Context: an optimization exercise on an open-source flow, tuned for small area. The choices shown serve that exercise and are no tape-out recipe.
Function was checked by simulation only, so behaviour that the tests miss may differ from the original.
Power is estimated from default activity; no workload was simulated. The flow treats the clock pin as an ideal source, which a real chip does not have.

**design/flow/flow/run.sh**
```bash
#!/bin/bash
# Layout flow: the standard flow (standard.sh, unchanged synthesis), with
# two changes to how the layout is made:
#  - the clock tree is built without dummy loads, from clkbuf_16 buffers that
#    each drive a cluster of up to 28 flip-flops;
#  - the ports are buffered with buf_1 instead of the default buffer.
# make's full output goes to run_standard.log in this folder; ORFS keeps each
# tool's own log under orfs/logs/.
set -euo pipefail
cd "$(dirname "$0")/.."
bash standard.sh \
  "CTS_ARGS=-sink_clustering_enable -repair_clock_nets -dont_use_dummy_load -sink_clustering_size 28 -sink_clustering_max_diameter 70 -buf_list sky130_fd_sc_hd__clkbuf_16" \
  "BUFFER_PORTS_ARGS=-buffer_cell sky130_fd_sc_hd__buf_1" \
  finish > run_standard.log 2>&1
```
**design/flow/standard.sh**
```bash
#!/bin/bash
# synth_recipe.tcl (not shown) runs the flow's synth.tcl, then flattens the netlist and writes it again
# the make line also repeats each setting of config.mk as NAME=value (left out here)
make -C /OpenROAD-flow-scripts/flow DESIGN_CONFIG=/design/flow/config.mk WORK_HOME=/design/flow/orfs CLKGATE_MAP_FILE= SYNTH_SCRIPT=/design/flow/synth_recipe.tcl "${@:-finish}"
```
**design/flow/config.mk**
```make
export PLATFORM = sky130hd
export DESIGN_NAME = zoom_hb
export DESIGN_NICKNAME = zoom_hb
export VERILOG_FILES = /design/flow/design.v
export SDC_FILE = /design/flow/constraint.sdc
export NUM_CORES = 4
export LEC_CHECK = 0
export CAP_MARGIN = 20
export CORE_MARGIN = 2
export CORE_UTILIZATION = 60
export CTS_BUF_LIST = sky130_fd_sc_hd__clkbuf_16
export CTS_CLUSTER_DIAMETER = 70
export CTS_CLUSTER_SIZE = 28
export SLEW_MARGIN = 20
```
**design/flow/constraint.sdc**
```tcl
create_clock -name core_clock -period 20.0 [get_ports {clk}]
set_input_delay 4.0000 -clock core_clock [delete_from_list [all_inputs] [get_ports {clk}]]
set_output_delay 4.0000 -clock core_clock [all_outputs]
set_load 0.01 [all_outputs]
```
**design/flow/design.v**
```verilog
module hb_stage (
  input  wire        clk,
  input  wire        g,       
  input  wire        cf,      
  input  wire        init,    
  input  wire [15:0] t,       
  input  wire        c,       
  output reg         e        
);
  reg        [7:0]  cy;       
  reg        [18:0] r;        
  wire [15:0] tg = t & {16{g}};
  wire [7:0]  pa = tg[7:0];
  wire [7:0]  pb = {tg[8], tg[9], tg[10], tg[11], tg[12], tg[13], tg[14], tg[15]};
  wire [7:0]  s  = pa ^ pb ^ cy;
  wire [7:0]  cn = (pa & pb) | (pa & cy) | (pb & cy);
  wire        cg = (c & g) | cf;
  reg [13:0] la;
  reg [18:0] lb;
  always @* begin
    case (s[3:0])
      4'd0: la = 14'd3802;
      4'd1: la = 14'd3068;
      4'd2: la = 14'd5480;
      4'd3: la = 14'd4746;
      4'd4: la = 14'd735;
      4'd5: la = 14'd1;
      4'd6: la = 14'd2413;
      4'd7: la = 14'd1679;
      4'd8: la = 14'd8940;
      4'd9: la = 14'd8206;
      4'd10: la = 14'd10618;
      4'd11: la = 14'd9884;
      4'd12: la = 14'd5873;
      4'd13: la = 14'd5139;
      4'd14: la = 14'd7551;
      4'd15: la = 14'd6817;
      default: la = 14'd0;
    endcase
  end
  always @* begin
    case ({cg, s[7:4]})
      5'd0: lb = 19'd34944;
      5'd1: lb = 19'd26529;
      5'd2: lb = 19'd49047;
      5'd3: lb = 19'd40632;
      5'd4: lb = 19'd8415;
      5'd5: lb = 19'd0;
      5'd6: lb = 19'd22518;
      5'd7: lb = 19'd14103;
      5'd8: lb = 19'd118306;
      5'd9: lb = 19'd109891;
      5'd10: lb = 19'd132409;
      5'd11: lb = 19'd123994;
      5'd12: lb = 19'd91777;
      5'd13: lb = 19'd83362;
      5'd14: lb = 19'd105880;
      5'd15: lb = 19'd97465;
      5'd16: lb = 19'd166016;
      5'd17: lb = 19'd157601;
      5'd18: lb = 19'd180119;
      5'd19: lb = 19'd171704;
      5'd20: lb = 19'd139487;
      5'd21: lb = 19'd131072;
      5'd22: lb = 19'd153590;
      5'd23: lb = 19'd145175;
      5'd24: lb = 19'd249378;
      5'd25: lb = 19'd240963;
      5'd26: lb = 19'd263481;
      5'd27: lb = 19'd255066;
      5'd28: lb = 19'd222849;
      5'd29: lb = 19'd214434;
      5'd30: lb = 19'd236952;
      5'd31: lb = 19'd228537;
      default: lb = 19'd0;
    endcase
  end
  wire [19:0] xr = {1'b0, r};
  wire [19:0] xa = {6'd0, la};
  wire [19:0] xb = {1'b0, lb};
  wire [19:0] cs = xr ^ xa ^ xb;
  wire [19:0] cc = (xr & xa) | (xr & xb) | (xa & xb);
  wire [19:0] y2 = {cc[18:0], 1'b0};
  wire [20:0] k;
  wire [19:0] sum;
  assign k[0] = 1'b0;
  genvar i;
  generate
    for (i = 0; i < 20; i = i + 1) begin : rc
      assign sum[i] = cs[i] ^ y2[i] ^ k[i];
      assign k[i+1] = (cs[i] & y2[i]) | (cs[i] & k[i]) | (y2[i] & k[i]);
    end
  endgenerate
  always @(posedge clk) begin
    cy <= cn;
    e  <= sum[0];
    r  <= init ? 19'd169818 : sum[19:1];
  end
endmodule
module zoom_hb (
  input  wire               clk,
  input  wire               rst,         
  input  wire [1:0]         n_hb,        
  input  wire               in_valid,
  input  wire signed [23:0] in_re,
  input  wire signed [23:0] in_im,
  output reg                out_valid,
  output wire signed [27:0] out_re,
  output wire signed [27:0] out_im
);
  reg  [4:0] ph;           
  reg        fill;         
  reg        par1;         
  reg        pend_e, pend_o;
  reg        run_e, run_o;  
  reg        em1;          
  reg        prun;         
  reg        par2;         
  reg        run2e, run2o;
  reg        em2;
  reg        run2i, em2i;  
  wire ph24 = (ph == 5'd24);
  wire ph18 = (ph == 5'd18);
  wire n0 = (n_hb == 2'd0);
  wire n1 = (n_hb == 2'd1);
  always @(posedge clk) begin
    if (rst) begin
      ph <= 5'd0; fill <= 1'b1; par1 <= 1'b0;
      pend_e <= 1'b0; pend_o <= 1'b0; run_e <= 1'b0; run_o <= 1'b0;
      em1 <= 1'b0; prun <= 1'b0;
      par2 <= 1'b0; run2e <= 1'b0; run2o <= 1'b0; em2 <= 1'b0;
      run2i <= 1'b0; em2i <= 1'b0;
      out_valid <= 1'b0;
    end else begin
      ph <= ph24 ? 5'd0 : ph + 5'd1;
      if (in_valid) par1 <= ~par1;
      if (ph24) begin
        fill   <= 1'b0;
        run_e  <= pend_e | (in_valid & ~par1);
        run_o  <= pend_o | (in_valid & par1);
        pend_e <= 1'b0;
        pend_o <= 1'b0;
        em1    <= run_o;
        prun   <= run_e | run_o;
      end else begin
        if (in_valid & ~par1) pend_e <= 1'b1;
        if (in_valid & par1)  pend_o <= 1'b1;
      end
      if (ph18) begin
        em2   <= run2o;
        run2i <= em2;
        em2i  <= run2i;
        run2e <= run_o & ~par2;
        run2o <= run_o & par2;
        if (run_o) par2 <= ~par2;
      end
      out_valid <= n0 ? (prun & (ph == 5'd0)) :
                   n1 ? (em1 & (ph == 5'd19)) :
                        (em2i & (ph == 5'd13));
    end
  end
  wire pat1  = fill & (ph == 5'd23);    
  wire pat2  = fill & ph18;             
  wire ld_e  = in_valid & ~par1;
  wire ld_o  = in_valid & par1;
  wire init1 = ph24 & ~run_o;
  wire init2 = ph18 & ~run2o & ~run2i;
  wire cf1   = run_o & ph24;
  wire cf2   = (em2 | em2i) & (ph == 5'd19);
  wire fl1   = (ph == 5'd18) & em1;     
  wire fl2   = (ph == 5'd13) & em2;     
  wire fl2i  = (ph == 5'd13) & em2i;
  wire hold_re = ~n0 & ~n1 & ~run2o & ~(em2 & ~((ph >= 5'd14) & (ph <= 5'd18)));
  wire        s2;              
  wire [14:0] q2o_re, q2o_im;
  wire        q2c_re, q2c_im, s1_re, nq_im;
  genvar pi, k;
  generate
    for (pi = 0; pi < 2; pi = pi + 1) begin : part
      wire [23:0] din = (pi == 0) ? in_re : in_im;
      reg  [23:0] h_e, h_o;
      always @(posedge clk) begin
        if (ld_e) h_e <= din;
        if (ld_o) h_o <= din;
      end
      wire [31:0] hxe = {8'd0, ~h_e[23], h_e[22:0]};
      wire [31:0] hxo = {8'd0, ~h_o[23], h_o[22:0]};
      wire xe = hxe[ph];
      wire xo = hxo[ph];
      reg [25*8-1:0]  l1e;
      reg [25*15-1:0] l1o;
      reg [25*8-1:0]  l2e;
      reg [25*15-1:0] l2o;
      wire [7:0]  q1e, q2e;
      wire [14:0] q1o, q2o;
      wire        s1;          
      for (k = 0; k < 8; k = k + 1) begin : le
        assign q1e[k] = l1e[25*k];
        assign q2e[k] = l2e[25*k];
        wire i1 = fill ? pat1 : run_e ? ((k == 0) ? xe : q1e[(k == 0) ? 0 : k-1]) : q1e[k];
        wire i2 = fill ? pat2 : run2e ? ((k == 0) ? s1 : q2e[(k == 0) ? 0 : k-1]) : q2e[k];
        always @(posedge clk) begin
          l1e[25*k +: 25] <= {i1, l1e[25*k+1 +: 24]};
          l2e[25*k +: 25] <= {i2, l2e[25*k+1 +: 24]};
        end
      end
      for (k = 0; k < 15; k = k + 1) begin : lo
        assign q1o[k] = l1o[25*k];
        assign q2o[k] = l2o[25*k];
        wire i1 = fill ? pat1 : run_o ? ((k == 0) ? xo : q1o[(k == 0) ? 0 : k-1]) : q1o[k];
        wire a2 = (pi == 0) ? run2o : run2i;
        wire n2 = (pi == 0) ? s1 : nq_im;
        wire i2 = fill ? pat2 : a2 ? ((k == 0) ? n2 : q2o[(k == 0) ? 0 : k-1]) : q2o[k];
        always @(posedge clk) begin
          l1o[25*k +: 25] <= {i1, l1o[25*k+1 +: 24]};
          l2o[25*k +: 25] <= {i2, l2o[25*k+1 +: 24]};
        end
      end
      hb_stage u_s1 (.clk(clk), .g(run_o), .cf(cf1), .init(init1),
                     .t({q1o, xo}), .c(q1e[7]), .e(s1));
      if (pi == 0) begin : w_re
        assign q2o_re = q2o;
        assign q2c_re = q2e[7];
        assign s1_re  = s1;
      end else begin : w_im
        assign q2o_im = q2o;
        assign q2c_im = q2e[7];
        reg [24:0] nr;
        assign nq_im = nr[0];
        wire ni = fill ? pat2 : run2o ? s1 : nr[0];
        always @(posedge clk) nr <= {ni, nr[24:1]};
      end
      reg  [25:0] ob;
      wire raw = run_o ? (xo ^ (ph == 5'd23)) : (xe ^ (ph == 5'd23));
      wire oin = n0 ? raw : n1 ? (s1 ^ fl1) : (s2 ^ ((pi == 0) ? fl2 : fl2i));
      wire hld = (pi == 0) ? hold_re : 1'b0;
      always @(posedge clk) if (!hld) ob <= {oin, ob[25:1]};
      wire b24 = n0 ? ob[23] : ob[24];
      wire b25 = n0 ? ob[23] : n1 ? ob[24] : ob[25];
      if (pi == 0) begin : o_re
        assign out_re = {b25, b25, b25, b24, ob[23:0]};
      end else begin : o_im
        assign out_im = {b25, b25, b25, b24, ob[23:0]};
      end
    end
  endgenerate
  hb_stage u_s2 (.clk(clk), .g(run2o | run2i), .cf(cf2), .init(init2),
                 .t(run2i ? {q2o_im, nq_im} : {q2o_re, s1_re}),
                 .c(run2i ? q2c_im : q2c_re), .e(s2));
endmodule
```
==> impl_metrics.env, run 1 <==
export IMPL_fillers=7359
export IMPL_drt_total_wl_um=84830
export IMPL_synthSimpleGateAreaFrac=0.03022
export IMPL_min_to="part[0].l1o[272]$_DFF_P_"
export IMPL_finClkSkew_ns=0.06889
export IMPL_synth_cell_types=52
export IMPL_place_area_mm2=0.06352
export IMPL_synth_top_cell_area_share=0.7919
export IMPL_hp_start="part[0].l1o[273]$_DFF_P_"
export IMPL_status="finished clean"
export IMPL_stdcell_count=5325
export IMPL_r2r_start="run2o$_SDFFE_PP0P_"
export IMPL_ff2ff_path_depth=33
export IMPL_io_pins=110
export IMPL_synth_compound_area_frac=0.02968
export IMPL_cts_htree_levels=3
export IMPL_gp_congestion=0.8070
export IMPL_detail_route_iter0_violations=1476
export IMPL_worst_slack_ns=7.955
export IMPL_synth_most_common_cell="dfxtp_1"
export IMPL_crit_path_start_kind="flip-flop"
export IMPL_initial_core_util=0.6074
export IMPL_pre_cts_ws_ns=7.994
export IMPL_vias_per_cell=4.623
export IMPL_cts_buffers=109
export IMPL_grt_usage=0.1626
export IMPL_critPathMaxFanout=21
export IMPL_port_buffers=109
export IMPL_yosys_top_cells_count="2455 x dfxtp_1, 171 x a21oi_1, 154 x inv_1"
export IMPL_p_leak_nw=26.46
export IMPL_die_area_mm2=0.1060
export IMPL_grt_overflow=0
export IMPL_yosysSeqAreaShare=0.8509
export IMPL_crit_type="flip-flop to flip-flop"
export IMPL_critPathCaptureType="flip-flop"
export IMPL_area_growth_syn_to_layout_pct=6.760
export IMPL_cp_slowest_stage_delay_ns=0.92
export IMPL_yosys_warnings=2
export IMPL_hold_class="flip-flop to flip-flop"
export IMPL_grt_pass1_wl_um=136300
export IMPL_detail_route_wl_per_cell_um=15.93
export IMPL_drt_met1_wl_um=42030
export IMPL_synth_top_family_by_area="adder cells"
export IMPL_crit_slowest_cell="nor2_1"
export IMPL_holdBufCountCts=0
export IMPL_final_nets=4194
export IMPL_async_flop_share=0
export IMPL_powerDensity_mw_per_mm2=120.4
export IMPL_grt_max_degree=80
export IMPL_hold_viol=0
export IMPL_wl_met3_um=2875
export IMPL_rsz0062_at_grt="false"
export IMPL_syn_area_per_cell_um2=16.06
export IMPL_reg2reg_to="u_s2.r[18]$_SDFF_PP0_"
export IMPL_die_w_um=325.6
export IMPL_clk_pin_slew_ns=0.10
export IMPL_synth_fa_ha_area_frac=0.05125
export IMPL_coreArea_mm2=0.1022
export IMPL_worst_pin_slew_ns=1.044
export IMPL_synth_top_flop_cell="dfxtp_1"
export IMPL_dr_max_layer_used="met4"
export IMPL_synth_seq_cells=2577
export IMPL_ir_drop_mv=0.1107
export IMPL_place_hpwl_um=53510
export IMPL_timing_max_cap_violations=0
export IMPL_finalMaxSlewViolations=0
export IMPL_worstPathRequired_ns=20.54
export IMPL_synth_top_cells_by_area="dfxtp_1 79%, edfxtp_1 5.9%, fa_1 3.8%, a21oi_1 1.4%, ha_1 1.4%"
export IMPL_ant_nets=0
export IMPL_stdcell_area_mm2=0.06626
export IMPL_synth_xor_area_frac=0.002822
export IMPL_synthMuxAreaShare=0.01250
export IMPL_std_cell_rows=117
export IMPL_grt_pass1_vias=25078
export IMPL_crit_arrival_ns=12.58
export IMPL_place_inst=5214
export IMPL_dr_total_vias=24619
export IMPL_cts_resized=0
export IMPL_critPathTopFamily="adder cells"
export IMPL_finalCritPeriodShare=0.6023
export IMPL_antenna_found_initial=2
export IMPL_drive_gt1_frac=0.04197
export IMPL_insertion_delay_ns=0.70
export IMPL_synthCells=3864
export IMPL_holdPathStages=0
export IMPL_met2WireLength_um=38010
export IMPL_clk_path_buf_depth=3
export IMPL_postLayoutCoreUtil=0.6484
export IMPL_cts_sinks=2577
export IMPL_root_buffer="clkbuf_16"
export IMPL_finalSetupViolCount=0
export IMPL_fmax_ghz=0.08302
export IMPL_min_period_ns=12.05
export IMPL_yosys_area_top_type="dfxtp_1"
export IMPL_postCtsSetupBuffers=0
export IMPL_reg2reg_slack_ns=7.95
export IMPL_synth_edf_count=122
export IMPL_slew_headroom=0.3043
export IMPL_finalSetupTns_ns=0
export IMPL_drc=0
export IMPL_syn_area_mm2=0.06206
export IMPL_worst_path_buf_inv=7
export IMPL_die_y_um=325.6
export IMPL_crit_top_cell="fa_1"
export IMPL_drt_pass1_iter_count=5
export IMPL_cts_tree="yes"
[stage by stage]
stage               power [mW]  hold slack, ns
floorplan                5.686          0.3096
global placement         5.748          0.3098
detailed placement       5.757          0.3121
CTS                      8.067          0.2799
global route             8.314          0.2671
finish                   7.975          0.2787
[cells in the final DEF, fill, tap and decap left out, types with 3 or more instances in the layout]
cell type	Yosys	final
a21oi_1	171	171
dfxtp_1	2455	2453
a21o_1	6	6
xnor2_1	8	8
mux2_2	16	16
clkinv_1	3	3
a21boi_0	11	11
a22o_1	7	7
nor2_1	121	120
inv_1	154	154
a2bb2oi_1	3	3
nand3b_1	4	4
ha_1	67	67
nand2b_1	25	25
xor2_1	12	12
nand4_1	4	4
nor2b_1	43	41
buf_4	60	14
mux2i_1	37	37
nor3_1	15	14
nand2_1	145	145
edfxtp_1	122	122
o211ai_1	5	5
nand3_1	10	10
mux4_2	10	10
a31oi_1	7	7
or2_2	5	5
and2_1	19	18
a211oi_1	45	45
and3_1	3	3
clkbuf_16	0	109
fa_1	117	117
buf_1	6	109
a22oi_1	10	10
o21ai_0	45	45
[how the worst max path moves through the flow]
stage	start	endpoint	slack, ns	cells after the start
floorplan	ph[0]$_SDFF_PP0_	part[1].u_s1.r[18]$_SDFF_PP0_	9.85	37
global placement	run2o$_SDFFE_PP0P_	u_s2.r[18]$_SDFF_PP0_	8.29	33
detailed placement	run2o$_SDFFE_PP0P_	u_s2.r[18]$_SDFF_PP0_	7.99	33
CTS	run2o$_SDFFE_PP0P_	u_s2.r[18]$_SDFF_PP0_	7.94	33
global route	run2o$_SDFFE_PP0P_	u_s2.r[18]$_SDFF_PP0_	7.16	33
finish	run2o$_SDFFE_PP0P_	u_s2.r[18]$_SDFF_PP0_	7.95	33
[per-layer routing]
metal	track usage	up-vias
li1	-	12268
met1	0.2375	11897
met5	0	-
met4	0.04328	0
met3	0.02704	135
met2	0.2547	319
[layout make-up]
type | count | area, µm² | area share
well taps | 1368 | 1712 | 0.02583
clock buffers | 109 | 2728 | 0.04117
diodes | 2 | 5.005 | 0.00007554
inverters | 157 | 589.3 | 0.008894
multi-input cells | 988 | 7879 | 0.1189
repair buffers | 124 | 529.3 | 0.007988
flip-flops and latches | 2577 | 52820 | 0.7971
[registers in the layout (all words and copies together), names as in the netlist, 2 cells and up]
signal	count
u_s2.r	19
part.h_e	48
part.l1o	750
part.l1e	400
part.u_s1.r	38
part.h_o	48
part.l2e	400
part.u_s1.e	2
part.l2o	750
part.w_im.nr	25
u_s2.cy	8
part.u_s1.cy	16
ph	5
part.ob	52
[power by group]
group	internal [mW]	total (mW)	switching (mW)	leakage, nW
clock	0.974	2.35	1.37	1.34
sequential	5.26	5.30	0.0420	20.9
combinational	0.149	0.328	0.179	4.18
[cell families after synthesis]
family          after synthesis
flops                      2577
fa+ha+maj                   184
simple gates                405
compound gates              316
mux                          63
xor+xnor                     20
buf+inv                     299
==> run 2, diff against run 1 <==
==> design/flow/flow/run.sh (replaced) <==
#!/bin/bash
# Layout flow: the standard flow (standard.sh, unchanged synthesis), with
# changes to how the layout is made:
#  - the clock tree is built without dummy loads, with larger sink clusters;
#  - the ports are buffered with buf_1 instead of the default buffer;
#  - the buffers ABC put in during synthesis are removed at floorplan (the
#    placement's repair puts back what the loads need).
# make's full output goes to run_standard.log in this folder; ORFS keeps each
# tool's own log under orfs/logs/.
set -euo pipefail
cd "$(dirname "$0")/.."
bash standard.sh \
  "CTS_ARGS=-sink_clustering_enable -repair_clock_nets -dont_use_dummy_load -sink_clustering_size 30 -sink_clustering_max_diameter 80 -buf_list sky130_fd_sc_hd__clkbuf_16" \
  "BUFFER_PORTS_ARGS=-buffer_cell sky130_fd_sc_hd__buf_1" REMOVE_ABC_BUFFERS=1 \
  finish > run_standard.log 2>&1
--- a/design/flow/config.mk
+++ b/design/flow/config.mk
@@ -9,6 +9,3 @@
 export CORE_MARGIN = 2
-export CORE_UTILIZATION = 60
-export CTS_BUF_LIST = sky130_fd_sc_hd__clkbuf_16
-export CTS_CLUSTER_DIAMETER = 70
-export CTS_CLUSTER_SIZE = 28
+export CORE_UTILIZATION = 70
 export SLEW_MARGIN = 20
==> run 2 against run 1 <==
Against the previous run: utilization is 9.7 points higher; via count is 2.6% higher; clock power is 3% lower; highest routed layer is now met5; register-to-register slack better by 0.10 ns; still clean; critical path type unchanged.
==> impl_metrics.env, run 2 <==
export IMPL_dr_total_vias=25257
export IMPL_cts_sinks=2577
export IMPL_die_y_um=301.8
export IMPL_finalSetupTns_ns=0
export IMPL_finClkSkew_ns=0.08200
export IMPL_die_w_um=301.8
export IMPL_cts_resized=0
export IMPL_vias_per_cell=4.940
export IMPL_critPathCaptureType="flip-flop"
export IMPL_cts_buffers=97
export IMPL_worstPathRequired_ns=20.61
export IMPL_timing_max_cap_violations=0
export IMPL_drt_pass1_iter_count=6
export IMPL_synth_top_family_by_area="adder cells"
export IMPL_yosys_area_top_type="dfxtp_1"
export IMPL_hp_start="part[1].l1o[47]$_DFF_P_"
export IMPL_synthMuxAreaShare=0.01250
export IMPL_synth_top_cells_by_area="dfxtp_1 79%, edfxtp_1 5.9%, fa_1 3.8%, a21oi_1 1.4%, ha_1 1.4%"
export IMPL_reg2reg_slack_ns=8.06
export IMPL_critPathMaxFanout=21
export IMPL_drc=0
export IMPL_rsz0062_at_grt="false"
export IMPL_synth_compound_area_frac=0.02968
export IMPL_worst_slack_ns=8.060
export IMPL_gp_congestion=0.8224
export IMPL_worst_pin_slew_ns=0.9328
export IMPL_grt_pass1_vias=26873
export IMPL_crit_slowest_cell="fa_1"
export IMPL_place_area_mm2=0.06328
export IMPL_crit_type="flip-flop to flip-flop"
export IMPL_synthCells=3864
export IMPL_cp_slowest_stage_delay_ns=0.92
export IMPL_min_period_ns=11.94
export IMPL_cts_htree_levels=3
export IMPL_finalCritPeriodShare=0.5970
export IMPL_synth_top_cell_area_share=0.7919
export IMPL_power_internal_mw=6.286
export IMPL_synth_fa_ha_area_frac=0.05125
export IMPL_syn_area_mm2=0.06206
export IMPL_final_common_cell="dfxtp_1"
export IMPL_clkPwrFrac=0.287
export IMPL_pre_cts_ws_ns=7.965
export IMPL_yosysSeqAreaShare=0.8509
export IMPL_insertion_delay_ns=0.69
export IMPL_synth_seq_cells=2577
export IMPL_layout_cells_most_common_list="2453 x dfxtp_1, 171 x a21oi_1, 154 x inv_1"
export IMPL_synthSimpleGateAreaFrac=0.03022
export IMPL_p_leak_nw=26.32
export IMPL_final_nets=4184
export IMPL_yosys_top_cells_count="2455 x dfxtp_1, 171 x a21oi_1, 154 x inv_1"
export IMPL_postCtsSetupBuffers=0
export IMPL_finalMaxSlewViolations=0
export IMPL_async_flop_share=0
export IMPL_holdBufCountCts=0
export IMPL_ant_nets=0
export IMPL_reg_largest_list="part.l1o (750), part.l2o (750)"
export IMPL_fmax_ghz=0.08375
export IMPL_synth_top_flop_cell="dfxtp_1"
export IMPL_switchingPower_mw=1.621
export IMPL_synth_most_common_cell="dfxtp_1"
export IMPL_detail_route_iter0_violations=1504
export IMPL_synth_edf_count=122
export IMPL_finalSetupViolCount=0
export IMPL_swShare=0.2050
export IMPL_port_buffers=109
export IMPL_worst_path_buf_inv=7
export IMPL_hold_viol=0
export IMPL_ir_drop_mv=0.1224
export IMPL_detail_route_wl_per_cell_um=19.16
export IMPL_status="finished clean"
export IMPL_grt_pass1_wl_um=153700
export IMPL_area_growth_syn_to_layout_pct=5.887
export IMPL_r2r_start="run2o$_SDFFE_PP0P_"
export IMPL_grt_overflow=0
export IMPL_grt_usage=0.2210
export IMPL_root_buffer="clkbuf_16"
export IMPL_critPathTopFamily="adder cells"
export IMPL_crit_top_cell="fa_1"
export IMPL_coreArea_mm2=0.08810
export IMPL_slew_headroom=0.3759
export IMPL_synth_xor_area_frac=0.002822
export IMPL_combinationalPowerShare=0.042
export IMPL_powerDensity_mw_per_mm2=120.3
export IMPL_syn_area_per_cell_um2=16.06
export IMPL_stdcell_area_mm2=0.06572
export IMPL_io_pins=110
export IMPL_cp_startpoint="run2o$_SDFFE_PP0P_"
export IMPL_cts_tree="yes"
export IMPL_drt_total_wl_um=97970
export IMPL_clk_pin_slew_ns=0.10
export IMPL_place_hpwl_um=57290
export IMPL_yosys_warnings=2
export IMPL_clk_path_buf_depth=3
export IMPL_initial_core_util=0.7044
export IMPL_std_cell_rows=109
export IMPL_grt_max_degree=63
export IMPL_antenna_found_initial=4
export IMPL_die_area_mm2=0.09106
export IMPL_crit_path_start_kind="flip-flop"
export IMPL_crit_arrival_ns=12.55
export IMPL_synth_cell_types=52
export IMPL_hold_class="flip-flop to flip-flop"
export IMPL_drive_gt1_frac=0.03980
export IMPL_seqPwrFrac=0.671
-- run 2: cell counts after synthesis --
No cell type changed its count.
-- run 2: kinds of logic (layout without fill, tap and decap cells) --
group	count (synthesis)	after routing
muxes	63	63
adders and majority gates	184	184
other	0	3
xor gates and xnor gates	20	20
DFF	2577	2577
buffers and inverters	299	380
and+or+nand+nor	405	405
AOI/OAI and AO/OA	316	316
-- run 2: worst paths after layout --
check	endpoint	cells after the start
hold reg to reg	part[1].l1o[46]$_DFF_P_	0
hold / removal	part[1].l1o[46]$_DFF_P_	0
setup reg to reg	u_s2.r[17]$_SDFF_PP1_	32
setup / recovery	u_s2.r[17]$_SDFF_PP1_	32
-- run 2: worst register-to-register path: cells and delay by family (launching register included) --
family / cells / cell delay (ns)
AO/OA/AOI/OAI: 2 / 0.75
adder cells (fa/ha/maj): 20 / 7.81
buffers and inverters: 7 / 1.35
flip-flops: 1 / 0.76
AND/OR/NAND/NOR: 3 / 1.16
-- run 2: power groups by stage --
stage	Sequential [mW]	Combinational, mW	Clock [mW]
after floorplan	5.42	0.230	0
after global placement	5.42	0.324	0
after detailed placement	5.42	0.339	0
after CTS	5.30	0.341	2.32
after global routing	5.31	0.401	2.47
final	5.30	0.332	2.27
-- run 2: metrics by stage --
stage / util / hold WS, ns / cells / total power [mW]
5_1_grt: 0.7458 / 0.2944 / 5111 / 8.184
3_3_place_gp: 0.7181 / 0.3097 / 5013 / 5.741
2_1_floorplan: - / 0.3096 / 3722 / 5.650
3_5_place_dp: 0.7182 / 0.3121 / 5013 / 5.760
4_1_cts: 0.7458 / 0.3015 / 5110 / 7.967
6_report: 0.7459 / 0.2941 / 5113 / 7.906
-- run 2: per-layer routing --
metal / vias up / wire, µm / track usage
met5: - / 13 / 0
met4: 2 / 2358 / 0.05835
met3: 156 / 3384 / 0.03404
met2: 430 / 48630 / 0.3774
met1: 12429 / 43580 / 0.2989
li1: 12240 / - / -
-- run 2: layout make-up --
type	count	area (µm²)
multi-input combinational	988	7881
antenna	3	7.507
fill	4982	22390
timing repair buffer	126	536.8
sequential	2577	52820
inverter	157	589.3
tap	1165	1458
clock buffer	97	2427
==> run 3, diff against run 2 <==
--- a/design/flow/flow/run.sh
+++ b/design/flow/flow/run.sh
@@ -12,3 +12,3 @@
 bash standard.sh \
-  "CTS_ARGS=-sink_clustering_enable -repair_clock_nets -dont_use_dummy_load -sink_clustering_size 30 -sink_clustering_max_diameter 80 -buf_list sky130_fd_sc_hd__clkbuf_16" \
+  "CTS_ARGS=-sink_clustering_enable -repair_clock_nets -dont_use_dummy_load -sink_clustering_size 36 -sink_clustering_max_diameter 100 -buf_list sky130_fd_sc_hd__clkbuf_16" \
   "BUFFER_PORTS_ARGS=-buffer_cell sky130_fd_sc_hd__buf_1" REMOVE_ABC_BUFFERS=1 \
==> run 3 against run 2 <==
Against the previous run: still clean on timing, DRC and antenna; first-iteration DRC count down 6.8%; synthesized area is the same; sequential share of layout area up 0.42 points; design area fell by 0.53%; final cell count shrank 0.23%; count of clock-buffer cells in the layout decreased by 14; flip-flop and latch count unchanged; total power down 1.9%; register-to-register slack worse by 0.08 ns; wire length decreased by 1.8%; sequential power barely moved.
==> impl_metrics.env, run 3 <==
export IMPL_status="finished clean"
export IMPL_std_cell_rows=109
export IMPL_cts_sinks=2577
export IMPL_min_period_ns=12.02
export IMPL_worstPathRequired_ns=20.54
export IMPL_root_buffer="clkbuf_16"
export IMPL_postLayoutCoreUtil=0.7420
export IMPL_cts_buffers=83
export IMPL_async_flop_share=0
export IMPL_switchingPower_mw=1.588
export IMPL_clkPwrFrac=0.274
export IMPL_hold_class="flip-flop to flip-flop"
export IMPL_finalSetupViolCount=0
export IMPL_holdBufCountCts=0
export IMPL_grt_overflow=0
export IMPL_ir_drop_mv=0.1161
export IMPL_synth_compound_area_frac=0.02968
export IMPL_synth_top_flop_cell="dfxtp_1"
export IMPL_drive_gt1_frac=0.03638
export IMPL_drc=0
export IMPL_coreArea_mm2=0.08810
export IMPL_reg2reg_to="u_s2.r[18]$_SDFF_PP0_"
export IMPL_crit_path_start_kind="flip-flop"
export IMPL_timing_max_cap_violations=0
export IMPL_combinationalPowerShare=0.043
export IMPL_fmax_ghz=0.08319
export IMPL_cp_slowest_stage_delay_ns=0.93
export IMPL_crit_arrival_ns=12.56
export IMPL_crit_top_cell="fa_1"
export IMPL_initial_core_util=0.7044
export IMPL_detail_route_wl_per_cell_um=18.85
export IMPL_area_growth_syn_to_layout_pct=5.330
export IMPL_worst_pin_slew_ns=0.9955
export IMPL_synth_seq_cells=2577
export IMPL_syn_area_per_cell_um2=16.06
export IMPL_die_w_um=301.8
export IMPL_fillers=5022
export IMPL_yosys_warnings=2
export IMPL_final_common_cell="dfxtp_1"
export IMPL_cts_tree="yes"
export IMPL_drt_pass1_iter_count=5
export IMPL_synth_fa_ha_area_frac=0.05125
export IMPL_synth_cell_types=52
export IMPL_crit_type="flip-flop to flip-flop"
export IMPL_grt_pass1_wl_um=150900
export IMPL_gp_congestion=0.8224
export IMPL_synthCells=3864
export IMPL_dr_total_vias=24956
export IMPL_place_hpwl_um=57290
export IMPL_yosys_top_cells_count="2455 x dfxtp_1, 171 x a21oi_1, 154 x inv_1"
export IMPL_ff2ff_path_depth=33
export IMPL_synth_xor_area_frac=0.002822
export IMPL_finalMaxSlewViolations=0
export IMPL_power_internal_mw=6.170
export IMPL_powerDensity_mw_per_mm2=118.7
export IMPL_synth_top_family_by_area="adder cells"
export IMPL_crit_slowest_cell="nor2_1"
export IMPL_critPathCaptureType="flip-flop"
export IMPL_yosysSeqAreaShare=0.8509
export IMPL_postCtsSetupBuffers=0
export IMPL_reg_largest_list="part.l1o (750), part.l2o (750)"
export IMPL_synth_edf_count=122
export IMPL_rsz0062_at_grt="false"
export IMPL_clk_pin_slew_ns=0.12
export IMPL_clk_path_buf_depth=3
export IMPL_swShare=0.2047
export IMPL_insertion_delay_ns=0.68
export IMPL_synth_top_cells_by_area="dfxtp_1 79%, edfxtp_1 5.9%, fa_1 3.8%, a21oi_1 1.4%, ha_1 1.4%"
export IMPL_critPathMaxFanout=21
export IMPL_slew_headroom=0.3339
export IMPL_hold_ws_ns=0.2801
export IMPL_power_mw=7.758
export IMPL_cts_resized=0
export IMPL_hold_viol=0
export IMPL_reg2reg_slack_ns=7.98
export IMPL_finClkSkew_ns=0.08187
export IMPL_final_nets=4170
export IMPL_multi_input_area_mm2=0.007881
export IMPL_seqPwrFrac=0.684
export IMPL_drt_total_wl_um=96170
export IMPL_layout_cells_most_common_list="2453 x dfxtp_1, 171 x a21oi_1, 154 x inv_1"
export IMPL_crit_end="u_s2.r[18]$_SDFF_PP0_"
export IMPL_antenna_found_initial=8
export IMPL_vias_per_cell=4.892
export IMPL_syn_area_mm2=0.06206
export IMPL_finalSetupTns_ns=0
export IMPL_grt_max_degree=63
export IMPL_detail_route_iter0_violations=1401
export IMPL_ff_latch_area_mm2=0.05282
export IMPL_cp_startpoint="run2o$_SDFFE_PP0P_"
export IMPL_die_y_um=301.8
export IMPL_yosys_area_top_type="dfxtp_1"
export IMPL_finalCritPeriodShare=0.6011
export IMPL_synthSimpleGateAreaFrac=0.03022
export IMPL_hp_start="part[0].l2o[54]$_DFF_P_"
export IMPL_cts_htree_levels=3
export IMPL_io_pins=110
export IMPL_r2r_start="run2o$_SDFFE_PP0P_"
export IMPL_synthMuxAreaShare=0.01250
export IMPL_p_leak_nw=26.15
export IMPL_synth_most_common_cell="dfxtp_1"
export IMPL_grt_usage=0.2169
export IMPL_grt_pass1_vias=26255
export IMPL_die_area_mm2=0.09106
export IMPL_port_buffers=109
export IMPL_ant_nets=0
export IMPL_synth_top_cell_area_share=0.7919
-- run 3: cell counts after synthesis --
No cell type changed its count.
-- run 3: how the worst min path moves through the flow --
stage | cells after the start | endpoint | slack [ns]
after floorplan | 0 | part[0].l1e[0]$_DFF_P_ | 0.31
after global placement | 0 | part[1].l1o[22]$_DFF_P_ | 0.31
after detailed placement | 0 | part[0].l1e[194]$_DFF_P_ | 0.31
after CTS | 0 | part[0].l2o[53]$_DFF_P_ | 0.29
after global routing | 0 | part[0].l2o[56]$_DFF_P_ | 0.29
final | 0 | part[0].l2o[53]$_DFF_P_ | 0.28
-- run 3: power by group through the flow --
stage | clock, mW | combinational (mW) | sequential (mW)
5_1_grt | 2.32 | 0.400 | 5.32
4_1_cts | 2.17 | 0.341 | 5.31
3_5_place_dp | 0 | 0.339 | 5.42
6_report | 2.12 | 0.331 | 5.30
3_3_place_gp | 0 | 0.324 | 5.42
2_1_floorplan | 0 | 0.230 | 5.42
-- run 3: metrics by stage --
stage	setup WS, ns	cells	area [µm²]
global route	7.131	5097	65360
finish	7.979	5101	65370
global placement	8.213	5013	63260
detailed placement	7.965	5013	63280
floorplan	8.706	3722	61250
CTS	7.949	5096	65350
-- run 3: routing by layer --
metal,part of all wire,up-vias,global-route usage
met3,0.038,121,0.02693
met5,0.00012,-,0
met4,0.022,2,0.05787
met1,0.45,12163,0.2996
met2,0.49,453,0.3685
li1,-,12217,-
-- run 3: kinds of logic (layout without fill, tap and decap cells) --
logic type      Yosys count  count (layout)
xor+xnor                 20              20
mux                      63              63
fa+ha+maj               184             184
buf+inv                 299             366
compound gates          316             316
other cells               0               5
simple gates            405             405
flops                  2577            2577
-- run 3: worst max-delay path: cells and delay by family (launching register included) --
kind / cells / cell delay (ns)
simple gates: 3 / 1.20
xor+xnor: 1 / 0.16
buf+inv: 7 / 1.35
fa+ha+maj: 20 / 7.62
compound gates: 2 / 0.76
flops: 1 / 0.78
-- run 3: cell type report --
| cell class | count | share of cell area |
|---|---|---|
| well taps | 1165 | 0.02230 |
| multi-input cells | 988 | 0.1206 |
| inverters | 157 | 0.009015 |
| flip-flops and latches | 2577 | 0.8079 |
| repair buffers | 126 | 0.008211 |
| clock buffers | 83 | 0.03177 |
| diodes | 5 | 0.0001914 |
==> run 4, diff against run 3 <==
--- a/design/flow/flow/run.sh
+++ b/design/flow/flow/run.sh
@@ -12,3 +12,3 @@
 bash standard.sh \
-  "CTS_ARGS=-sink_clustering_enable -repair_clock_nets -dont_use_dummy_load -sink_clustering_size 36 -sink_clustering_max_diameter 100 -buf_list sky130_fd_sc_hd__clkbuf_16" \
+  "CTS_ARGS=-sink_clustering_enable -repair_clock_nets -dont_use_dummy_load -sink_clustering_size 20 -sink_clustering_max_diameter 50 -buf_list sky130_fd_sc_hd__clkbuf_8" \
   "BUFFER_PORTS_ARGS=-buffer_cell sky130_fd_sc_hd__buf_1" REMOVE_ABC_BUFFERS=1 \
--- a/design/flow/config.mk
+++ b/design/flow/config.mk
@@ -9,3 +9,3 @@
 export CORE_MARGIN = 2
-export CORE_UTILIZATION = 70
+export CORE_UTILIZATION = 60
 export SLEW_MARGIN = 20
==> run 4 against run 3 <==
Against the previous run: critical path depth is the same; fmax shrank 0.81%; utilization down 9.8 points; non-clock buffer count is 7 lower; combinational power hardly changed; worst setup slack got worse by 0.099 ns; sequential share of layout area fell by 0.48 points; clock power is essentially flat; final cell count increased by 5.5%; clock skew up 0.0015 ns; count of clock-buffer cells in the layout grew 82; register-to-register slack got worse by 0.099 ns; critical endpoint unchanged; largest power group unchanged; highest routed layer unchanged.
==> impl_metrics.env, run 4 <==
export IMPL_holdPathStages=0
export IMPL_clk_pin_slew_ns=0.11
export IMPL_die_area_mm2=0.1060
export IMPL_finalMaxSlewViolations=0
export IMPL_synth_most_common_cell="dfxtp_1"
export IMPL_grt_max_degree=63
export IMPL_cp_slowest_stage_delay_ns=0.93
export IMPL_synth_fa_ha_area_frac=0.05125
export IMPL_synth_seq_cells=2577
export IMPL_crit_arrival_ns=12.76
export IMPL_async_flop_share=0
export IMPL_hold_class="flip-flop to flip-flop"
export IMPL_grt_pass1_wl_um=139600
export IMPL_r2r_start="run2o$_SDFFE_PP0P_"
export IMPL_place_hpwl_um=55630
export IMPL_initial_core_util=0.6074
export IMPL_synth_cell_types=52
export IMPL_swShare=0.2052
export IMPL_synth_compound_area_frac=0.02968
export IMPL_synth_top_family_by_area="adder cells"
export IMPL_syn_area_mm2=0.06206
export IMPL_drc=0
export IMPL_vias_per_cell=4.656
export IMPL_p_leak_nw=26.28
export IMPL_die_w_um=325.6
export IMPL_finalSetupTns_ns=0
export IMPL_yosys_warnings=2
export IMPL_layout_cells_most_common_list="2453 x dfxtp_1, 171 x a21oi_1, 165 x clkbuf_8"
export IMPL_drt_total_wl_um=87010
export IMPL_cts_tree="yes"
export IMPL_place_inst=5209
export IMPL_min_period_ns=12.12
export IMPL_reg2reg_slack_ns=7.88
export IMPL_critPathCaptureType="flip-flop"
export IMPL_reg_largest_list="part.l1o (750), part.l2o (750)"
export IMPL_root_buffer="clkbuf_8"
export IMPL_worstPathRequired_ns=20.64
export IMPL_final_nets=4245
export IMPL_hp_start="part[1].l2o[147]$_DFF_P_"
export IMPL_crit_top_cell="fa_1"
export IMPL_crit_slowest_cell="nor2_1"
export IMPL_critPathMaxFanout=21
export IMPL_rsz0062_at_grt="false"
export IMPL_power_internal_mw=6.152
export IMPL_synthSimpleGateAreaFrac=0.03022
export IMPL_crit_path_start_kind="flip-flop"
export IMPL_holdBufCountCts=0
export IMPL_switchingPower_mw=1.589
export IMPL_insertion_delay_ns=0.82
export IMPL_synth_top_cells_by_area="dfxtp_1 79%, edfxtp_1 5.9%, fa_1 3.8%, a21oi_1 1.4%, ha_1 1.4%"
export IMPL_finalSetupViolCount=0
export IMPL_die_y_um=325.6
export IMPL_power_mw=7.741
export IMPL_yosys_area_top_type="dfxtp_1"
export IMPL_detail_route_wl_per_cell_um=16.17
export IMPL_combinationalPowerShare=0.043
export IMPL_grt_pass1_vias=25738
export IMPL_fmax_ghz=0.08251
export IMPL_reg2reg_to="u_s2.r[18]$_SDFF_PP0_"
export IMPL_area_growth_syn_to_layout_pct=5.965
export IMPL_synth_xor_area_frac=0.002822
export IMPL_seqPwrFrac=0.685
export IMPL_grt_usage=0.1675
export IMPL_clk_path_buf_depth=3
export IMPL_ir_drop_mv=0.08324
export IMPL_ant_nets=0
export IMPL_synth_top_cell_area_share=0.7919
export IMPL_powerDensity_mw_per_mm2=117.7
export IMPL_yosys_top_cells_count="2455 x dfxtp_1, 171 x a21oi_1, 154 x inv_1"
export IMPL_gp_congestion=0.8166
export IMPL_syn_area_per_cell_um2=16.06
export IMPL_synth_top_flop_cell="dfxtp_1"
export IMPL_std_cell_rows=117
export IMPL_slew_headroom=0.2355
export IMPL_coreArea_mm2=0.1022
export IMPL_ff2ff_path_depth=33
export IMPL_antenna_found_initial=9
export IMPL_cts_resized=0
export IMPL_worst_path_buf_inv=7
export IMPL_cts_htree_levels=4
export IMPL_finalCritPeriodShare=0.6060
export IMPL_status="finished clean"
export IMPL_critPathTopFamily="adder cells"
export IMPL_final_common_cell="dfxtp_1"
export IMPL_postLayoutCoreUtil=0.6436
export IMPL_hold_viol=0
export IMPL_drive_gt1_frac=0.05417
export IMPL_worst_pin_slew_ns=1.143
export IMPL_cts_buffers=165
export IMPL_cts_sinks=2577
export IMPL_stdcell_count=5381
export IMPL_detail_route_iter0_violations=1311
export IMPL_port_buffers=109
export IMPL_timing_max_cap_violations=0
export IMPL_yosysSeqAreaShare=0.8509
export IMPL_io_pins=110
export IMPL_synth_edf_count=122
export IMPL_dr_total_vias=25056
export IMPL_crit_type="flip-flop to flip-flop"
export IMPL_hold_ws_ns=0.2865
export IMPL_grt_overflow=0
export IMPL_synthMuxAreaShare=0.01250
export IMPL_finClkSkew_ns=0.08337
export IMPL_synthCells=3864
export IMPL_drt_pass1_iter_count=6
export IMPL_postCtsSetupBuffers=0
export IMPL_clkPwrFrac=0.272
export IMPL_min_to="part[1].l2o[146]$_DFF_P_"
[run 4: cell counts after synthesis]
No cell type changed its count.
[run 4: kinds of logic (layout without fill, tap and decap cells)]
group                      Yosys count  in the layout
muxes                               63             63
AOI/OAI and AO/OA                  316            316
DFF                               2577           2577
and+or+nand+nor                    405            405
adders and majority gates          184            184
buffers and inverters              299            441
other                                0              7
xor gates and xnor gates            20             20
[run 4: layer usage]
metal	vias up	share of wire	track usage	wire length, µm
li1	12340	-	-	-
met1	12044	0.50	0.2503	43920
met3	188	0.047	0.03355	4050
met4	4	0.028	0.05951	2404
met5	-	0.00028	0	24
met2	480	0.42	0.2447	36610
[run 4: power groups by stage]
stage                     sequential, mW  clock [mW]  combinational [mW]
after CTS                           5.31        2.20               0.340
after floorplan                     5.42           0               0.230
after detailed placement            5.43           0               0.337
final                               5.31        2.11               0.330
after global placement              5.42           0               0.322
after global routing                5.32        2.39               0.392
[run 4: through the flow]
stage | setup slack [ns] | instance area [µm²]
after floorplan | 8.706 | 61250
after global placement | 8.212 | 63470
after detailed placement | 7.872 | 63470
after CTS | 7.808 | 65740
after global routing | 6.976 | 65750
final | 7.880 | 65760
[run 4: layout make-up]
type	instances	area, µm²
fill	7393	36420
multi-input combinational	988	7875
tap	1368	1712
timing repair buffer	119	484.2
sequential	2577	52820
clock buffer	165	2271
antenna	7	17.52
inverter	157	589.3
[run 4: worst max-delay path by stage]
stage                       startpoint                       endpoint  slack [ns]  depth (start not counted)
finish              run2o$_SDFFE_PP0P_          u_s2.r[18]$_SDFF_PP0_        7.88                         33
global route        run2o$_SDFFE_PP0P_          u_s2.r[18]$_SDFF_PP0_        6.98                         33
CTS                 run2o$_SDFFE_PP0P_          u_s2.r[18]$_SDFF_PP0_        7.81                         33
detailed placement  run2o$_SDFFE_PP0P_          u_s2.r[18]$_SDFF_PP0_        7.87                         33
global placement    run2o$_SDFFE_PP0P_          u_s2.r[18]$_SDFF_PP0_        8.21                         33
floorplan             ph[0]$_SDFF_PP0_  part[1].u_s1.r[18]$_SDFF_PP0_        8.71                         32
[run 4: worst register-to-register path: cells and delay by family (launching register included)]
| kind | cells | cell delay [ns] |
|---|---|---|
| DFF | 1 | 0.76 |
| adders and majority gates | 20 | 7.76 |
| AOI/OAI and AO/OA | 2 | 0.76 |
| and+or+nand+nor | 3 | 1.17 |
| xor gates and xnor gates | 1 | 0.15 |
| buffers and inverters | 7 | 1.36 |
==> run 5, diff against run 4 <==
--- a/design/flow/design.v
+++ b/design/flow/design.v
@@ -173,2 +173,4 @@
   wire hold_re = ~n0 & ~n1 & ~run2o & ~(em2 & ~((ph >= 5'd14) & (ph <= 5'd18)));
+  wire shift_im = n0 | n1 | (run2i & (ph >= 5'd13) & (ph <= 5'd18)) |
+                  (em2i & ~((ph >= 5'd14) & (ph <= 5'd18)));
   wire        s2;              
@@ -220,2 +222,5 @@
                      .t({q1o, xo}), .c(q1e[7]), .e(s1));
+      wire [25:0] ob;
+      wire raw = run_o ? (xo ^ (ph == 5'd23)) : (xe ^ (ph == 5'd23));
+      wire oin = n0 ? raw : n1 ? (s1 ^ fl1) : (s2 ^ ((pi == 0) ? fl2 : fl2i));
       if (pi == 0) begin : w_re
@@ -228,11 +233,16 @@
         reg [24:0] nr;
+        reg        nx;
         assign nq_im = nr[0];
-        wire ni = fill ? pat2 : run2o ? s1 : nr[0];
-        always @(posedge clk) nr <= {ni, nr[24:1]};
-      end
-      reg  [25:0] ob;
-      wire raw = run_o ? (xo ^ (ph == 5'd23)) : (xe ^ (ph == 5'd23));
-      wire oin = n0 ? raw : n1 ? (s1 ^ fl1) : (s2 ^ ((pi == 0) ? fl2 : fl2i));
-      wire hld = (pi == 0) ? hold_re : 1'b0;
-      always @(posedge clk) if (!hld) ob <= {oin, ob[25:1]};
+        wire ni = fill ? pat2 : (~n0 & ~n1 & run2o) ? s1 : shift_im ? nx : nr[0];
+        always @(posedge clk) begin
+          nr <= {ni, nr[24:1]};
+          nx <= oin;
+        end
+        assign ob = {nx, nr};
+      end
+      if (pi == 0) begin : ob_re
+        reg [25:0] obr;
+        always @(posedge clk) if (!hold_re) obr <= {oin, obr[25:1]};
+        assign ob = obr;
+      end
       wire b24 = n0 ? ob[23] : ob[24];
==> run 5 against run 4 <==
Against the previous run: still clean on timing, DRC and antenna; worst hold slack worse by 0.029 ns; synthesized area is 0.51% lower; count of clock-buffer cells in the layout is 2 lower; total power is 1.6% lower; sequential share of layout area is 0.29 points lower; clock power hardly changed; utilization is 0.20 points lower; via count is 1.0% lower; wire length is 2.0% lower; fmax is 1.1% lower; critical endpoint unchanged.
==> impl_metrics.env, run 5 <==
export IMPL_place_area_mm2=0.06312
export IMPL_synthCells=3855
export IMPL_finalSetupViolCount=0
export IMPL_fillers=7376
export IMPL_grt_pass1_wl_um=138000
export IMPL_area_growth_syn_to_layout_pct=5.879
export IMPL_insertion_delay_ns=0.88
export IMPL_synth_most_common_cell="dfxtp_1"
export IMPL_finalCritPeriodShare=0.6130
export IMPL_syn_area_mm2=0.06175
export IMPL_p_leak_nw=26.10
export IMPL_final_common_cell="dfxtp_1"
export IMPL_reg_largest_list="part.l1o (750), part.l2o (750)"
export IMPL_hp_start="part[0].l1e[76]$_DFF_P_"
export IMPL_crit_slowest_cell="fa_1"
export IMPL_gp_congestion=0.8036
export IMPL_grt_overflow=0
export IMPL_place_inst=5199
export IMPL_antenna_found_initial=1
export IMPL_powerDensity_mw_per_mm2=116.5
export IMPL_cts_resized=0
export IMPL_place_hpwl_um=53430
export IMPL_drive_gt1_frac=0.05283
export IMPL_crit_path_start_kind="flip-flop"
export IMPL_critPathCaptureType="flip-flop"
export IMPL_ir_drop_mv=0.1008
export IMPL_die_w_um=324.8
export IMPL_finalMaxSlewViolations=0
export IMPL_combinationalPowerShare=0.039
export IMPL_finalSetupTns_ns=0
export IMPL_synth_edf_count=122
export IMPL_drc=0
export IMPL_postCtsSetupBuffers=0
export IMPL_drt_pass1_iter_count=5
export IMPL_die_area_mm2=0.1055
export IMPL_stdcell_count=5365
export IMPL_final_nets=4233
export IMPL_switchingPower_mw=1.554
export IMPL_power_internal_mw=6.065
export IMPL_drt_total_wl_um=85270
export IMPL_coreArea_mm2=0.1019
export IMPL_async_flop_share=0
export IMPL_initial_core_util=0.6060
export IMPL_yosys_warnings=2
export IMPL_clkPwrFrac=0.274
export IMPL_layout_cells_most_common_list="2427 x dfxtp_1, 171 x a21oi_1, 163 x clkbuf_8"
export IMPL_std_cell_rows=117
export IMPL_min_period_ns=12.26
export IMPL_swShare=0.2040
export IMPL_yosys_top_cells_count="2430 x dfxtp_1, 171 x a21oi_1, 154 x inv_1"
export IMPL_ant_nets=0
export IMPL_clk_path_buf_depth=3
export IMPL_yosys_area_top_type="dfxtp_1"
export IMPL_grt_pass1_vias=25835
export IMPL_yosysSeqAreaShare=0.8472
export IMPL_power_mw=7.619
export IMPL_hold_viol=0
export IMPL_rsz0062_at_grt="false"
export IMPL_multi_input_area_mm2=0.008015
export IMPL_crit_type="flip-flop to flip-flop"
export IMPL_vias_per_cell=4.623
export IMPL_worstPathRequired_ns=20.68
export IMPL_grt_usage=0.1656
export IMPL_hold_class="flip-flop to flip-flop"
export IMPL_clk_pin_slew_ns=0.10
export IMPL_synth_cell_types=60
export IMPL_synth_seq_cells=2552
export IMPL_die_y_um=324.8
export IMPL_grt_max_degree=66
export IMPL_critPathMaxFanout=22
export IMPL_holdBufCountCts=0
export IMPL_status="finished clean"
export IMPL_fmax_ghz=0.08157
export IMPL_cts_htree_levels=4
export IMPL_cts_buffers=163
export IMPL_stdcell_area_mm2=0.06538
export IMPL_port_buffers=109
export IMPL_root_buffer="clkbuf_8"
export IMPL_cp_startpoint="run2o$_SDFFE_PP0P_"
export IMPL_r2r_start="run2o$_SDFFE_PP0P_"
export IMPL_crit_arrival_ns=12.94
export IMPL_synth_top_cell_area_share=0.7879
export IMPL_detail_route_wl_per_cell_um=15.89
export IMPL_slew_headroom=0.3035
export IMPL_timing_max_cap_violations=0
export IMPL_cp_slowest_stage_delay_ns=0.97
export IMPL_syn_area_per_cell_um2=16.02
export IMPL_io_pins=110
export IMPL_worst_pin_slew_ns=1.042
export IMPL_crit_top_cell="fa_1"
export IMPL_dr_total_vias=24803
export IMPL_detail_route_iter0_violations=1187
export IMPL_cts_tree="yes"
export IMPL_synth_top_cells_by_area="dfxtp_1 79%, edfxtp_1 5.9%, fa_1 3.8%, a21oi_1 1.4%, ha_1 1.4%"
export IMPL_seqPwrFrac=0.686
export IMPL_synth_top_flop_cell="dfxtp_1"
export IMPL_finClkSkew_ns=0.1028
export IMPL_ff_latch_area_mm2=0.05232
export IMPL_cts_sinks=2552
==> run 5: cell types whose count changed after synthesis, moves of 4 or more <==
| cell | previous run | this run |
|---|---|---|
| mux2i_1 | 37 | 30 |
| nand3_1 | 10 | 14 |
| mux4_1 | 0 | 8 |
| o211ai_1 | 5 | 1 |
| dfxtp_1 | 2455 | 2430 |
| nand2_1 | 145 | 151 |
| buf_2 | 8 | 12 |
| mux2_2 | 16 | 11 |
| o221ai_1 | 0 | 4 |
==> run 5: critical path, delay by kind of cell, from the launching register on <==
kind | cells | cell delay (ns)
adders and majority gates | 20 | 7.69
buffers and inverters | 7 | 1.50
DFF | 1 | 0.86
xor gates and xnor gates | 1 | 0.14
AOI/OAI and AO/OA | 2 | 0.77
and+or+nand+nor | 3 | 1.14
==> run 5: worst paths after layout <==
| kind | end | slack [ns] | depth (start not counted) |
|---|---|---|---|
| worst min register to register | part[0].l1e[75]$_DFF_P_ | 0.26 | 0 |
| worst max-delay path | u_s2.r[18]$_SDFF_PP0_ | 7.74 | 33 |
| worst max register to register | u_s2.r[18]$_SDFF_PP0_ | 7.74 | 33 |
| worst min-delay path | part[0].l1e[75]$_DFF_P_ | 0.26 | 0 |
==> run 5: metrics by stage <==
step,hold WS [ns],setup WS (ns),util
3_5_place_dp,0.3121,7.712,0.6195
4_1_cts,0.2460,7.701,0.6416
5_1_grt,0.2651,6.884,0.6416
2_1_floorplan,0.3096,9.206,-
3_3_place_gp,0.3096,7.919,0.6195
6_report,0.2574,7.740,0.6416
==> run 5: layout make-up <==
class / instances / share of cell area
multi-input cells: 1002 / 0.1226
well taps: 1368 / 0.02618
flip-flops and latches: 2552 / 0.8002
repair buffers: 120 / 0.007522
clock buffers: 163 / 0.03432
diodes: 3 / 0.0001148
inverters: 157 / 0.009014
==> run 5: power groups by stage <==
| stage | sequential [mW] | clock, mW | combinational [mW] |
|---|---|---|---|
| after floorplan | 5.33 | 0 | 0.229 |
| after global placement | 5.35 | 0 | 0.300 |
| after detailed placement | 5.35 | 0 | 0.304 |
| after CTS | 5.23 | 2.18 | 0.310 |
| after global routing | 5.24 | 2.36 | 0.363 |
| final | 5.23 | 2.09 | 0.300 |
==> run 5: per-layer routing <==
metal | vias up | share of wire | GRT usage
met5 | - | 0 | 0
li1 | 12318 | - | -
met2 | 394 | 0.43 | 0.2463
met1 | 11934 | 0.50 | 0.2439
met3 | 157 | 0.040 | 0.03298
met4 | 0 | 0.025 | 0.05787
==> run 5: cells by family (layout without fill, tap and decap cells) <==
kind of cell	Yosys count	count (layout)	share of synthesized area
multiplexers	56	56	0.01283
AO/OA/AOI/OAI	327	327	0.03147
other	0	3	0
flip-flops	2552	2552	0.8472
AND/OR/NAND/NOR	414	414	0.03066
XOR/XNOR	21	21	0.002979
buffers and inverters	301	440	0.02336
adder cells (fa/ha/maj)	184	184	0.05151
==> run 6, diff against run 5 <==
--- a/design/flow/flow/run.sh
+++ b/design/flow/flow/run.sh
@@ -12,3 +12,3 @@
 bash standard.sh \
-  "CTS_ARGS=-sink_clustering_enable -repair_clock_nets -dont_use_dummy_load -sink_clustering_size 20 -sink_clustering_max_diameter 50 -buf_list sky130_fd_sc_hd__clkbuf_8" \
+  "CTS_ARGS=-sink_clustering_enable -repair_clock_nets -dont_use_dummy_load -sink_clustering_size 10 -sink_clustering_max_diameter 35 -buf_list sky130_fd_sc_hd__clkbuf_4" \
   "BUFFER_PORTS_ARGS=-buffer_cell sky130_fd_sc_hd__buf_1" REMOVE_ABC_BUFFERS=1 \
==> run 6 against run 5 <==
Against the previous run: still clean; sequential power is essentially flat; clock power rose by 4%; synthesized area unchanged; via count up 3.8%; utilization is 0.25 points higher; first-iteration DRC count shrank 1.7%; final cell count up 3.3%; worst setup slack lost 0.044 ns; global-route usage is 0.48 points higher.
==> impl_metrics.env, run 6 <==
export IMPL_hold_class="flip-flop to flip-flop"
export IMPL_vias_per_cell=4.649
export IMPL_yosys_top_cells_count="2430 x dfxtp_1, 171 x a21oi_1, 154 x inv_1"
export IMPL_worst_pin_slew_ns=1.043
export IMPL_yosys_warnings=2
export IMPL_layout_cells_most_common_list="2427 x dfxtp_1, 331 x clkbuf_4, 171 x a21oi_1"
export IMPL_io_pins=110
export IMPL_cp_slowest_stage_delay_ns=0.98
export IMPL_drt_pass1_iter_count=5
export IMPL_drc=0
export IMPL_swShare=0.2091
export IMPL_synth_edf_count=122
export IMPL_p_leak_nw=26.45
export IMPL_holdBufCountCts=0
export IMPL_holdPathStages=0
export IMPL_crit_type="flip-flop to flip-flop"
export IMPL_insertion_delay_ns=1.21
export IMPL_synth_top_cell_area_share=0.7879
export IMPL_cts_htree_levels=5
export IMPL_crit_top_cell="fa_1"
export IMPL_fillers=7438
export IMPL_switchingPower_mw=1.611
export IMPL_clk_pin_slew_ns=0.10
export IMPL_ff2ff_path_depth=32
export IMPL_postCtsSetupBuffers=0
export IMPL_place_hpwl_um=53430
export IMPL_seqPwrFrac=0.679
export IMPL_finalSetupTns_ns=0
export IMPL_ant_nets=0
export IMPL_min_to="part[0].l1e[52]$_DFF_P_"
export IMPL_cts_resized=0
export IMPL_syn_area_per_cell_um2=16.02
export IMPL_crit_arrival_ns=13.32
export IMPL_synth_cell_types=60
export IMPL_grt_overflow=0
export IMPL_cts_buffers=331
export IMPL_grt_usage=0.1705
export IMPL_reg_largest_list="part.l1o (750), part.l2o (750)"
export IMPL_die_w_um=324.8
export IMPL_status="finished clean"
export IMPL_finalMaxSlewViolations=0
export IMPL_power_internal_mw=6.095
export IMPL_ir_drop_mv=0.08272
export IMPL_reg2reg_to="u_s2.r[17]$_SDFF_PP1_"
export IMPL_hp_start="part[0].l1e[53]$_DFF_P_"
export IMPL_final_common_cell="dfxtp_1"
export IMPL_final_nets=4401
export IMPL_cts_tree="yes"
export IMPL_die_area_mm2=0.1055
export IMPL_finalCritPeriodShare=0.6152
export IMPL_slew_headroom=0.3032
export IMPL_coreArea_mm2=0.1019
export IMPL_port_buffers=109
export IMPL_powerDensity_mw_per_mm2=117.4
export IMPL_rsz0062_at_grt="false"
export IMPL_fmax_ghz=0.08127
export IMPL_root_buffer="clkbuf_4"
export IMPL_synth_seq_cells=2552
export IMPL_synth_most_common_cell="dfxtp_1"
export IMPL_detail_route_wl_per_cell_um=15.68
export IMPL_cts_sinks=2552
export IMPL_synth_top_flop_cell="dfxtp_1"
export IMPL_grt_max_degree=66
export IMPL_initial_core_util=0.6060
export IMPL_combinationalPowerShare=0.039
export IMPL_yosys_area_top_type="dfxtp_1"
export IMPL_die_y_um=324.8
export IMPL_critPathMaxFanout=22
export IMPL_std_cell_rows=117
export IMPL_drt_total_wl_um=86880
export IMPL_min_period_ns=12.30
export IMPL_worstPathRequired_ns=21.02
export IMPL_syn_area_mm2=0.06175
export IMPL_async_flop_share=0
export IMPL_grt_pass1_vias=27480
export IMPL_area_growth_syn_to_layout_pct=6.298
export IMPL_detail_route_iter0_violations=1167
export IMPL_grt_pass1_wl_um=142800
export IMPL_yosysSeqAreaShare=0.8472
export IMPL_hold_ws_ns=0.2530
export IMPL_hold_viol=0
export IMPL_crit_path_start_kind="flip-flop"
export IMPL_synth_top_cells_by_area="dfxtp_1 79%, edfxtp_1 5.9%, fa_1 3.8%, a21oi_1 1.4%, ha_1 1.4%"
export IMPL_synthCells=3855
export IMPL_reg2reg_slack_ns=7.70
export IMPL_drive_gt1_frac=0.09106
export IMPL_clk_path_buf_depth=4
export IMPL_antenna_found_initial=2
export IMPL_timing_max_cap_violations=0
export IMPL_finalSetupViolCount=0
export IMPL_r2r_start="run2o$_SDFFE_PP0P_"
export IMPL_finClkSkew_ns=0.1147
export IMPL_dr_total_vias=25755
export IMPL_clkPwrFrac=0.282
export IMPL_gp_congestion=0.8036
export IMPL_crit_slowest_cell="fa_1"
export IMPL_critPathCaptureType="flip-flop"
## run 6: worst max path at each step
stage | startpoint | to | slack, ns
4_1_cts | run2o$_SDFFE_PP0P_ | u_s2.r[17]$_SDFF_PP1_ | 7.63
6_report | run2o$_SDFFE_PP0P_ | u_s2.r[17]$_SDFF_PP1_ | 7.70
2_1_floorplan | ph[0]$_SDFF_PP0_ | part[1].u_s1.r[18]$_SDFF_PP0_ | 9.21
3_3_place_gp | run2o$_SDFFE_PP0P_ | u_s2.r[18]$_SDFF_PP0_ | 7.92
5_1_grt | run2o$_SDFFE_PP0P_ | u_s2.r[17]$_SDFF_PP1_ | 6.82
3_5_place_dp | run2o$_SDFFE_PP0P_ | u_s2.r[17]$_SDFF_PP1_ | 7.71
## run 6: cell families after synthesis
kind of cell | synth area share
flip-flops | 0.8472
AND/OR/NAND/NOR | 0.03066
AO/OA/AOI/OAI | 0.03147
buffers and inverters | 0.02336
adder cells (fa/ha/maj) | 0.05151
multiplexers | 0.01283
XOR/XNOR | 0.002979
## run 6: layout make-up
class	instances	area [µm²]	area share
sequential	2552	52320	0.7971
multi-input combinational	1002	8015	0.1221
clock buffer	331	2485	0.03786
tap	1368	1712	0.02608
inverter	157	589.3	0.008979
timing repair buffer	120	491.7	0.007492
antenna	10	25.02	0.0003813
## run 6: metal layers
| layer | up-vias | track usage | part of all wire |
|---|---|---|---|
| met5 | - | 0 | 0 |
| met4 | 0 | 0.07488 | 0.026 |
| met3 | 186 | 0.03743 | 0.040 |
| met2 | 517 | 0.2508 | 0.44 |
| met1 | 12267 | 0.2446 | 0.50 |
| li1 | 12785 | - | - |
## run 6: power by group through the flow
stage                     Sequential (mW)  Clock (mW)  Combinational, mW
final                                5.23        2.18              0.301
after global routing                 5.24        2.50              0.363
after CTS                            5.23        2.29              0.311
after detailed placement             5.35           0              0.304
after global placement               5.35           0              0.300
after floorplan                      5.33           0              0.229
## run 6: worst max-delay path: cells and delay by family (launching register included)
kind            cells  cell delay [ns]
buf+inv             7             1.48
fa+ha+maj          20             7.89
simple gates        3             1.16
compound gates      2             0.77
flops               1             0.86
## run 6: stage by stage
stage / cells / power, mW / instance area (µm²) / worst slack (ns) / util
2_1_floorplan: 3711 / 5.560 / 60890 / 9.206 / -
3_3_place_gp: 5199 / 5.647 / 63120 / 7.919 / 0.6195
3_5_place_dp: 5199 / 5.653 / 63120 / 7.712 / 0.6195
4_1_cts: 5530 / 7.831 / 65610 / 7.634 / 0.6439
5_1_grt: 5537 / 8.101 / 65630 / 6.823 / 0.6441
6_report: 5540 / 7.705 / 65630 / 7.696 / 0.6442

[afterwards: timing with drivers on the ports]
How much do the figures lean on ideal ports? The routed layouts below were timed once more, with nothing changed but the port constraints.
Step 1 assumes that a clkbuf_16 drives the clock port and a buf_2 every other input.
Step 2 moves the port delays by t, midway between the first and last clock arrival at a register: inputs arrive t later, outputs are due t later. That takes back most of the time a late clock gives input paths.
Three values: ideal ports, drivers, drivers and shift; two values: the first two.
run	shift t [ns]	setup WS [ns]	worst register clock-pin slew, ns	cell pins on the clock port's net
run 1	0.733	7.955 / 7.955 / 7.955	0.10 / 0.10	1
run 2	0.720	8.060 / 8.060 / 8.060	0.11 / 0.11	1
run 3	0.721	7.979 / 7.979 / 7.979	0.12 / 0.12	1
run 4	0.855	7.880 / 7.880 / 7.880	0.11 / 0.11	1
run 5	0.894	7.740 / 7.740 / 7.740	0.11 / 0.11	1
run 6	1.206	7.696 / 7.696 / 7.696	0.11 / 0.11	1
After both steps setup and hold are still met in every run listed.
